This design comes from an exercise in tuning for small area on the open sky130 flow, not from production work.
RTL that was checked went through simulation tests only; none was proved equivalent to the original.
Power is estimated from default activity; no workload was simulated.

// ce_alu
module ce_alu (
    input  wire        clk,
    input  wire        rst,         
    input  wire        in_valid,
    output wire        in_ready,
    input  wire [7:0]  op,
    input  wire [1:0]  sz,          
    input  wire [31:0] a,           
    input  wire [31:0] b,           
    input  wire [31:0] c,           
    input  wire [4:0]  flags_in,    
    output reg         out_valid,
    output wire [31:0] result,
    output reg  [4:0]  flags_out,
    output reg         wr_d,
    output reg  [1:0]  exc          
);
    localparam FC = 0, FV = 1, FZ = 2, FN = 3, FT = 4;
    localparam [4:0] S_IDLE  = 5'd0,  S_ARITH = 5'd1,  
                     S_LOOP  = 5'd3,  S_SHIFT = 5'd4,  S_ROTB  = 5'd5,
                     S_FFSC  = 5'd7,  S_BSW   = 5'd8,
                     S_CRC   = 5'd9,  S_MULT  = 5'd10, S_CORR1 = 5'd11,
                     S_CORR2 = 5'd12, S_DIVZ  = 5'd13, S_DSTEP = 5'd14,
                     S_DCORR = 5'd15, S_FLAGS = 5'd16, S_WLDR = 5'd17,
                     S_WLDN  = 5'd18, S_RDQ   = 5'd19,
                     S_LDB   = 5'd2,  S_SUB   = 5'd6,  S_NEG   = 5'd20;
    reg [4:0]  state;
    reg [31:0] R;           
    reg [31:0] W;           
    reg [4:0]  cnt;
    reg        seen;        
    assign result = R;
    wire s8  = (sz == 2'd0);
    wire s16 = (sz == 2'd1);
    wire s32 = sz[1];
    wire l1  = sz[1] | sz[0];              
    wire l2  = sz[1];                      
    wire [4:0] modmask = {sz[1], sz[1] | sz[0], 3'b111};
    wire [3:0] lo = op[3:0];
    wire g1 = (op[7:4] == 4'h1);
    wire g2 = (op[7:4] == 4'h2);
    wire g3 = (op[7:4] == 4'h3);
    wire is_add   = g1 & (lo == 4'h0 || lo == 4'h1);
    wire is_addc  = g1 & (lo == 4'h1);
    wire is_subc  = g1 & (lo == 4'h3);
    wire is_sub   = g1 & (lo == 4'h2 || lo == 4'h3 || lo == 4'hC);
    wire is_cmp   = g1 & (lo == 4'hC);
    wire is_neg   = g1 & (lo == 4'hB);
    wire is_mul   = g1 & (lo == 4'h4);
    wire is_mulh  = g1 & (lo == 4'h5 || lo == 4'h6);
  ...
clock: 10.0 ns
lec_check: 0
cap_margin: 5
core_margin: 2
core_utilization: 35
gpl_timing_driven: 0
slew_margin: 5
standard.sh (not shown) runs the stock make flow with config.mk's settings and CLKGATE_MAP_FILE= SYNTH_SCRIPT=/design/flow/synth_recipe.tcl, a recipe that flattens the netlist after the stock synthesis.
==> flow/flow/run.sh <==
#!/bin/bash
# Layout flow: the standard ORFS layout (standard.sh's make targets and
# settings), with two changes that only affect cell area:
#  1. synthesis maps the logic with an area-oriented ABC script
#     (flow/abc_area.script) instead of ORFS's delay-oriented one; everything
#     else in synthesis (front end, flop mapping, flattening, renaming) is
#     ORFS's and the standard flow's synthesis unchanged, so the registers keep the
#     standard synthesis's names and cell types;
#  2. the port buffers that placement inserts on every input and output are
#     sky130_fd_sc_hd__buf_1 instead of the resizer's default pick;
#  3. clock tree synthesis builds the tree from sky130_fd_sc_hd__clkbuf_8
#     and adds no dummy loads.
# Each tool's output goes to a log file of its own in this folder.
set -euo pipefail
W=$(pwd)
ABC_SCRIPT=${ABC_SCRIPT_FILE:-$W/flow/abc_area.script}
PORT_BUF=${PORT_BUF_CELL:-sky130_fd_sc_hd__buf_1}

# ORFS's synth.tcl with only the ABC script replaced
sed "s#^source \$::env(SCRIPTS_DIR)/synth_preamble.tcl\$#source \$::env(SCRIPTS_DIR)/synth_preamble.tcl\nset abc_args [lreplace \$abc_args 1 1 $ABC_SCRIPT]#" \
    "$FLOW_HOME/scripts/synth.tcl" > "$W/synth_area_core.tcl"
grep -q "lreplace" "$W/synth_area_core.tcl"
# The standard flow's synthesis wrapper, sourcing the copy above
sed "s#\$::env(SCRIPTS_DIR)/synth.tcl#$W/synth_area_core.tcl#" synth_recipe.tcl > "$W/synth_area.tcl"
grep -q "synth_area_core" "$W/synth_area.tcl"
# The standard flow's config plus the port buffer choice
cp config.mk "$W/config_area.mk"
echo "export BUFFER_PORTS_ARGS = -buffer_cell $PORT_BUF" >> "$W/config_area.mk"
echo "export CTS_ARGS = -sink_clustering_enable -repair_clock_nets -buf_list ${CTS_BUF:-sky130_fd_sc_hd__clkbuf_8} -dont_use_dummy_load" >> "$W/config_area.mk"
# standard.sh with that synthesis script and config
sed -e "s#SYNTH_SCRIPT=[^ ]*#SYNTH_SCRIPT=$W/synth_area.tcl#" \
    -e "s#DESIGN_CONFIG=[^ ]*#DESIGN_CONFIG=$W/config_area.mk#" standard.sh > "$W/standard_area.sh"
grep -q "config_area.mk" "$W/standard_area.sh"

bash "$W/standard_area.sh" synth > "$W/synth.log" 2>&1
bash "$W/standard_area.sh" > "$W/layout.log" 2>&1
test -f out/final.def
==> flow/flow/abc_area.script <==
strash
&get -n
&fraig -x
&put
scorr
dc2
dretime
strash
&get -n
&dch -f
&nf -D 6000 -F 6 -A 4
&put
topo
stime -c
upsize -c
dnsize -c
Edit:
--- a/flow/flow/abc_area.script
+++ b/flow/flow/abc_area.script
@@ -11 +11 @@
-&nf -D 6000 -F 6 -A 4
+&nf
Outcome: The changed run ran to the end with no violations; first-iteration DRC count is lower by 6.0%; setup slack gains 0.096 ns; register-to-register slack loses 0.41 ns; routed wire length is higher by 3.1%; global-route usage is higher by 0.49 points; final area is higher by 0.42%; count of clock-buffer cells in the layout does not change; die area is higher by 0.80%; power is lower by 0.52%.
Edit:
--- a/flow/flow/abc_area.script
+++ b/flow/flow/abc_area.script
@@ -8,0 +9,3 @@
+dch -f
+dc2
+dch -f
Total power came out lower slightly.
Utilization came out higher by 0.57 points.
Fmax came out higher slightly.
Global-route usage is lower by 0.22 points.
Routed wire length shrinks slightly.
Synthesized area rises slightly.
Edit:
==> flow/flow/abc_area.script (replaced) <==
strash
&get -n
&fraig -x
&put
scorr
dc2
dretime
strash
&get -n
&dch -f
&nf -R 10
&put
topo
stime -c
upsize -c
dnsize -c
Synthesized area fell slightly.
Fmax fell by a few percent.
Non-clock buffer count rose by 13.
Via count rose slightly.
Register-to-register slack degrades by 0.59 ns.

* * *

== job 9958 ==
Another version of the RTL of ce_alu (not shown whole).
Size in the first run: about 830 cells after synthesis, ~160 I/O pins, roughly 6700 um2 of cells after synthesis.
==> flow/config.mk <==
export PLATFORM = sky130hd
export DESIGN_NAME = ce_alu
export DESIGN_NICKNAME = ce_alu
export VERILOG_FILES = /design/flow/design.v
export SDC_FILE = /design/flow/constraint.sdc
export NUM_CORES = 4
export LEC_CHECK = 0
export CAP_MARGIN = 20
export CORE_MARGIN = 2
export CORE_UTILIZATION = 35
export GPL_TIMING_DRIVEN = 0
export SLEW_MARGIN = 20
==> flow/constraint.sdc <==
create_clock -name core_clock -period 10.0 [get_ports {clk}]
set_input_delay 2.0000 -clock core_clock [delete_from_list [all_inputs] [get_ports {clk}]]
set_output_delay 2.0000 -clock core_clock [all_outputs]
set_load 0.01 [all_outputs]
==> flow/flow/abc_area.script <==
strash
&get -n
&fraig -x
&put
scorr
dc2
dretime
strash
dch -f
dc2
dch -f
&get -n
&dch -f
&nf
&put
topo
stime -c
upsize -c
dnsize -c
Scripts as last shown in full above: flow/flow/run.sh
Changes in job 5804 relative to job 9958:
--- a/flow/flow/abc_area.script
+++ b/flow/flow/abc_area.script
@@ -9,3 +8,0 @@
-dch -f
-dc2
-dch -f
==> comparison <==
Compared with job 9958, post-place instance area in job 5804 increased slightly.
Job 5804 vs job 9958 — final period utilization rose 0.54 points.
Relative to job 9958, job 5804 degrades worst-case setup margin in the final layout.
Diff job 9958 and job 5804: placed cell count higher in job 5804
When the final numbers for job 9958 and job 5804 were put side by side, the met2 track demand over resource in global routing turned out to be smaller in job 5804.
--- input diff job 5804..job 1318 ---
Settings: SLEW_MARGIN changed from 20 to 10; CAP_MARGIN changed from 20 to 10.
Notes after the runs:
Job 1318 went all the way through the flow, and no timing, DRC or antenna check failed. Diff job 5804..job 1318 | clock insertion delay at the later pin of the skew report | negligible. In the tables for job 5804 and job 1318, final area reads lower with job 1318. Routed wire length: job 1318 vs job 5804 down 220 um. Relative to job 5804, job 1318 degrades setup slack. Total power essentially unchanged between job 1318 and job 5804.
No run of this note included a check of the RTL's function; only the layout flow was run.

* * *

== run 1 ==
Another version of the RTL of ce_alu (not shown whole).
For scale: ~870 cells after synthesis, about 160 I/O pins, roughly 7000 um2 of cells after synthesis.
clock: 10.0 ns
lec_check: 0
cap_margin: 20
core_margin: 2
core_utilization: 35
cts_buf_list: sky130_fd_sc_hd__clkbuf_8
gpl_timing_driven: 0
slew_margin: 20
==> flow/flow/run.sh <==
#!/bin/bash
# Layout flow: the standard ORFS layout (standard.sh's make targets and
# settings), with two changes that only affect cell area:
#  1. synthesis maps the logic with an area-oriented ABC script
#     (flow/abc_area.script) instead of ORFS's delay-oriented one; everything
#     else in synthesis (front end, flop mapping, flattening, renaming) is
#     ORFS's and the standard flow's synthesis unchanged, so the registers keep the
#     standard synthesis's names and cell types;
#  2. the port buffers that placement inserts on every input and output are
#     sky130_fd_sc_hd__buf_1 instead of the resizer's default pick.
# Each tool's output goes to a log file of its own in this folder.
set -euo pipefail
W=$(pwd)
ABC_SCRIPT=${ABC_SCRIPT_FILE:-$W/flow/abc_area.script}
PORT_BUF=${PORT_BUF_CELL:-sky130_fd_sc_hd__buf_1}

# ORFS's synth.tcl with only the ABC script replaced
sed "s#^source \$::env(SCRIPTS_DIR)/synth_preamble.tcl\$#source \$::env(SCRIPTS_DIR)/synth_preamble.tcl\nset abc_args [lreplace \$abc_args 1 1 $ABC_SCRIPT]#" \
    "$FLOW_HOME/scripts/synth.tcl" > "$W/synth_area_core.tcl"
grep -q "lreplace" "$W/synth_area_core.tcl"
# The standard flow's synthesis wrapper, sourcing the copy above
sed "s#\$::env(SCRIPTS_DIR)/synth.tcl#$W/synth_area_core.tcl#" synth_recipe.tcl > "$W/synth_area.tcl"
grep -q "synth_area_core" "$W/synth_area.tcl"
# The standard flow's config plus the port buffer choice
cp config.mk "$W/config_area.mk"
echo "export BUFFER_PORTS_ARGS = -buffer_cell $PORT_BUF" >> "$W/config_area.mk"
# standard.sh with that synthesis script and config
sed -e "s#SYNTH_SCRIPT=[^ ]*#SYNTH_SCRIPT=$W/synth_area.tcl#" \
    -e "s#DESIGN_CONFIG=[^ ]*#DESIGN_CONFIG=$W/config_area.mk#" standard.sh > "$W/standard_area.sh"
grep -q "config_area.mk" "$W/standard_area.sh"

bash "$W/standard_area.sh" synth > "$W/synth.log" 2>&1
bash "$W/standard_area.sh" > "$W/layout.log" 2>&1
test -f out/final.def
==> flow/flow/abc_area.script <==
strash
&get -n
&fraig -x
&put
scorr
dc2
dretime
strash
dch -f
dc2
dch -f
&get -n
&dch -f
&nf
&put
topo
stime -c
upsize -c
dnsize -c
Edits applied to the flow inputs when going from run 1 to run 2:
# run 1
export LEC_CHECK = 0
export CAP_MARGIN = 20
export CORE_MARGIN = 2
export CORE_UTILIZATION = 35
export CTS_BUF_LIST = sky130_fd_sc_hd__clkbuf_8
export GPL_TIMING_DRIVEN = 0
export SLEW_MARGIN = 20
create_clock -name core_clock -period 10.0 [get_ports {clk}]
# run 2
export LEC_CHECK = 0
export CAP_MARGIN = 5
export CORE_MARGIN = 2
export CORE_UTILIZATION = 35
export GPL_TIMING_DRIVEN = 0
export SLEW_MARGIN = 5
create_clock -name core_clock -period 10.0 [get_ports {clk}]
diff --git a/flow/flow/run.sh b/flow/flow/run.sh
--- a/flow/flow/run.sh
+++ b/flow/flow/run.sh
@@ -8,5 +8,7 @@
 #     standard synthesis's names and cell types;
 #  2. the port buffers that placement inserts on every input and output are
-#     sky130_fd_sc_hd__buf_1 instead of the resizer's default pick.
+#     sky130_fd_sc_hd__buf_1 instead of the resizer's default pick;
+#  3. clock tree synthesis builds the tree from sky130_fd_sc_hd__clkbuf_8
+#     and adds no dummy loads.
 # Each tool's output goes to a log file of its own in this folder.
 set -euo pipefail
@@ -25,4 +27,5 @@
 cp config.mk "$W/config_area.mk"
 echo "export BUFFER_PORTS_ARGS = -buffer_cell $PORT_BUF" >> "$W/config_area.mk"
+echo "export CTS_ARGS = -sink_clustering_enable -repair_clock_nets -buf_list ${CTS_BUF:-sky130_fd_sc_hd__clkbuf_8} -dont_use_dummy_load" >> "$W/config_area.mk"
 # standard.sh with that synthesis script and config
 sed -e "s#SYNTH_SCRIPT=[^ ]*#SYNTH_SCRIPT=$W/synth_area.tcl#" \
Going from run 1 to run 2, number of nets in the layout closely matched the old numbers; clock period minus final worst setup slack now sits higher; proportion of power drawn by the clock network has decreased. Number of search-and-repair iterations in the first detailed-routing pass in run 2 vs run 1: down 3. Run 2 vs run 1 — wire length of the first global-routing pass dropped slightly. Summary — total internal power, run 2 relative to run 1: lower, by 0.000066 W. Run 2 reports its origin of the worst setup path as sz[0] while run 1 reports op[1].
Setup changes, run 2 to run 3
# run 2
export LEC_CHECK = 0
export CAP_MARGIN = 5
export CORE_MARGIN = 2
export CORE_UTILIZATION = 35
export GPL_TIMING_DRIVEN = 0
export SLEW_MARGIN = 5
create_clock -name core_clock -period 10.0 [get_ports {clk}]
# run 3
export LEC_CHECK = 0
export CAP_MARGIN = 20
export CORE_MARGIN = 2
export CORE_UTILIZATION = 35
export GPL_TIMING_DRIVEN = 0
export SLEW_MARGIN = 20
create_clock -name core_clock -period 10.0 [get_ports {clk}]
diff --git a/flow/flow/run.sh b/flow/flow/run.sh
--- a/flow/flow/run.sh
+++ b/flow/flow/run.sh
@@ -8,7 +8,5 @@
 #     standard synthesis's names and cell types;
 #  2. the port buffers that placement inserts on every input and output are
-#     sky130_fd_sc_hd__buf_1 instead of the resizer's default pick;
-#  3. clock tree synthesis builds the tree from sky130_fd_sc_hd__clkbuf_8
-#     and adds no dummy loads.
+#     sky130_fd_sc_hd__buf_1 instead of the resizer's default pick.
 # Each tool's output goes to a log file of its own in this folder.
 set -euo pipefail
@@ -27,5 +25,4 @@
 cp config.mk "$W/config_area.mk"
 echo "export BUFFER_PORTS_ARGS = -buffer_cell $PORT_BUF" >> "$W/config_area.mk"
-echo "export CTS_ARGS = -sink_clustering_enable -repair_clock_nets -buf_list ${CTS_BUF:-sky130_fd_sc_hd__clkbuf_8} -dont_use_dummy_load" >> "$W/config_area.mk"
 # standard.sh with that synthesis script and config
 sed -e "s#SYNTH_SCRIPT=[^ ]*#SYNTH_SCRIPT=$W/synth_area.tcl#" \
==> flow/flow/abc_area.script <==
strash
&get -n
&fraig -x
&put
scorr
dc2
dretime
strash
&get -n
&dch -f
&nf
&put
topo
stime -c
upsize -c
dnsize -c
==> summary.txt <==
Run 3 reports a higher cell count after placement than run 2 does.
On area overhead of the layout relative to synthesis, run 2 and run 3 are neck and neck.
Diff run 2 and run 3: via count higher in run 3
Final net count (run 3 vs. run 2) increases slightly
Run 3 against run 2: final wirelength +2.4%, clock network power share has increased, worst setup slack moved up.
> inputs changed (run 3 -> run 4)
# run 3
export LEC_CHECK = 0
export CAP_MARGIN = 20
export CORE_MARGIN = 2
export CORE_UTILIZATION = 35
export GPL_TIMING_DRIVEN = 0
export SLEW_MARGIN = 20
create_clock -name core_clock -period 10.0 [get_ports {clk}]
# run 4
export LEC_CHECK = 0
export CAP_MARGIN = 20
export CORE_MARGIN = 2
export CORE_UTILIZATION = 35
export CTS_BUF_LIST = sky130_fd_sc_hd__clkbuf_8
export GPL_TIMING_DRIVEN = 0
export SLEW_MARGIN = 20
create_clock -name core_clock -period 10.0 [get_ports {clk}]
==> flow/flow/abc_area.script <==
strash
&get -n
&fraig -x
&put
scorr
dc2
dretime
strash
&get -n
&dch -f
&nf -D 6000 -F 6 -A 4
&put
topo
stime -c
upsize -c
dnsize -c
==> comparison <==
Compared with run 3, run 4 shows a fraction of power consumed by combinational cells that is 0.2 points higher.
Compared with run 3, in run 4 area growth from synthesis to final layout went down by 1.1 points; share of the cycle needed by the critical path after routing now smaller.
When the final numbers for run 4 and run 3 were put side by side, the combinational power turned out to be greater in run 3.
| top achievable clock speed | run 4 vs run 3 | better |
[run 4] die area fell 0.52% relative to run 3
Cmp run 4 and run 3 / share of cells above drive strength 1 / higher: run 4
Run 4 reports its cell with the biggest individual delay on the critical path as sky130_fd_sc_hd__fa_1 while run 3 reports sky130_fd_sc_hd__nor3_2.
Comparing run 4 and run 3, the higher gate count after technology mapping was measured on run 3.
Input changes introduced in run 5 (baseline for comparison: run 4):
==> flow/flow/abc_area.script <==
strash
&get -n
&fraig -x
&put
scorr
dc2
dretime
strash
&get -n
&dch -f
&nf
&put
topo
stime -c
upsize -c
dnsize -c
Notes after the runs:
Summary of run 5 over run 4: non-clock buffer count fell by about 1.1%; wire length of the first global-routing pass rose by about 3.3%; cell internal power dissipation rose by about 9%; relative area change from synthesis to final layout fell by 0.28 points.
Re number of stages on the worst hold path: no difference whatsoever between run 5 and run 4.
In the metrics for run 4 and run 5, the one carrying the higher net switching power is run 5.
Compared run 4 against run 5; utilization within noise.
Going from run 4 to run 5, setup slack shrinks by 240 ps.
Relative to run 4, the relative contribution of combinational cells to total power of run 5 is higher by 2.6 points.
The higher achievable clock frequency of run 4 and run 5 is in run 4.

[afterwards: timing with drivers on the ports]
Ports are ideal in the flow. The routed layouts listed here were re-timed in OpenROAD.
Step 1, drivers: a clkbuf_16 drives clk and a buf_2 each remaining input, both assumed.
Step 2 moves the port delays by t, midway between the first and last clock arrival at a register: inputs arrive t later, outputs are due t later. That takes back most of the time a late clock gives input paths.
Three values: ideal, step 1, step 2; two values: the first two.
run	shift t [ns]	setup WS [ns]	worst setup path after step 2	clock arrival spread, ns	worst register clock-pin slew, ns
the first run of note 1	0.417	0.470 / 0.488 / 0.070	input to register	0.025 / 0.025	0.09 / 0.09
the second run of note 1	0.413	0.567 / 0.582 / 0.169	input to register	0.033 / 0.034	0.10 / 0.10
the third run of note 1	0.406	0.674 / 0.688 / 0.282	input to register	0.033 / 0.033	0.10 / 0.10
the fourth run of note 1	0.424	0.419 / 0.439 / 0.015	input to register	0.024 / 0.024	0.10 / 0.10
job 9958	0.413	0.537 / 0.553 / 0.140	input to register	0.026 / 0.026	0.10 / 0.10
job 5804	0.404	0.483 / 0.500 / 0.096	input to register	0.021 / 0.020	0.09 / 0.09
job 1318	0.407	0.436 / 0.451 / 0.043	input to register	0.021 / 0.021	0.09 / 0.09
run 1	0.422	0.440 / 0.463 / 0.041	input to register	0.019 / 0.019	0.10 / 0.10
run 2	0.402	0.437 / 0.455 / 0.053	input to register	0.019 / 0.019	0.08 / 0.08
run 3	0.390	0.467 / 0.487 / 0.098	input to register	0.013 / 0.013	0.07 / 0.07
run 4	0.414	0.636 / 0.652 / 0.238	input to register	0.017 / 0.018	0.10 / 0.10
run 5	0.409	0.394 / 0.411 / 0.001	input to register	0.023 / 0.023	0.10 / 0.10
After both steps every run listed still meets setup and hold. For the fourth run of note 1, which loses most, drivers alone change the setup slack by +0.020 ns; drivers and shift together by -0.404 ns.
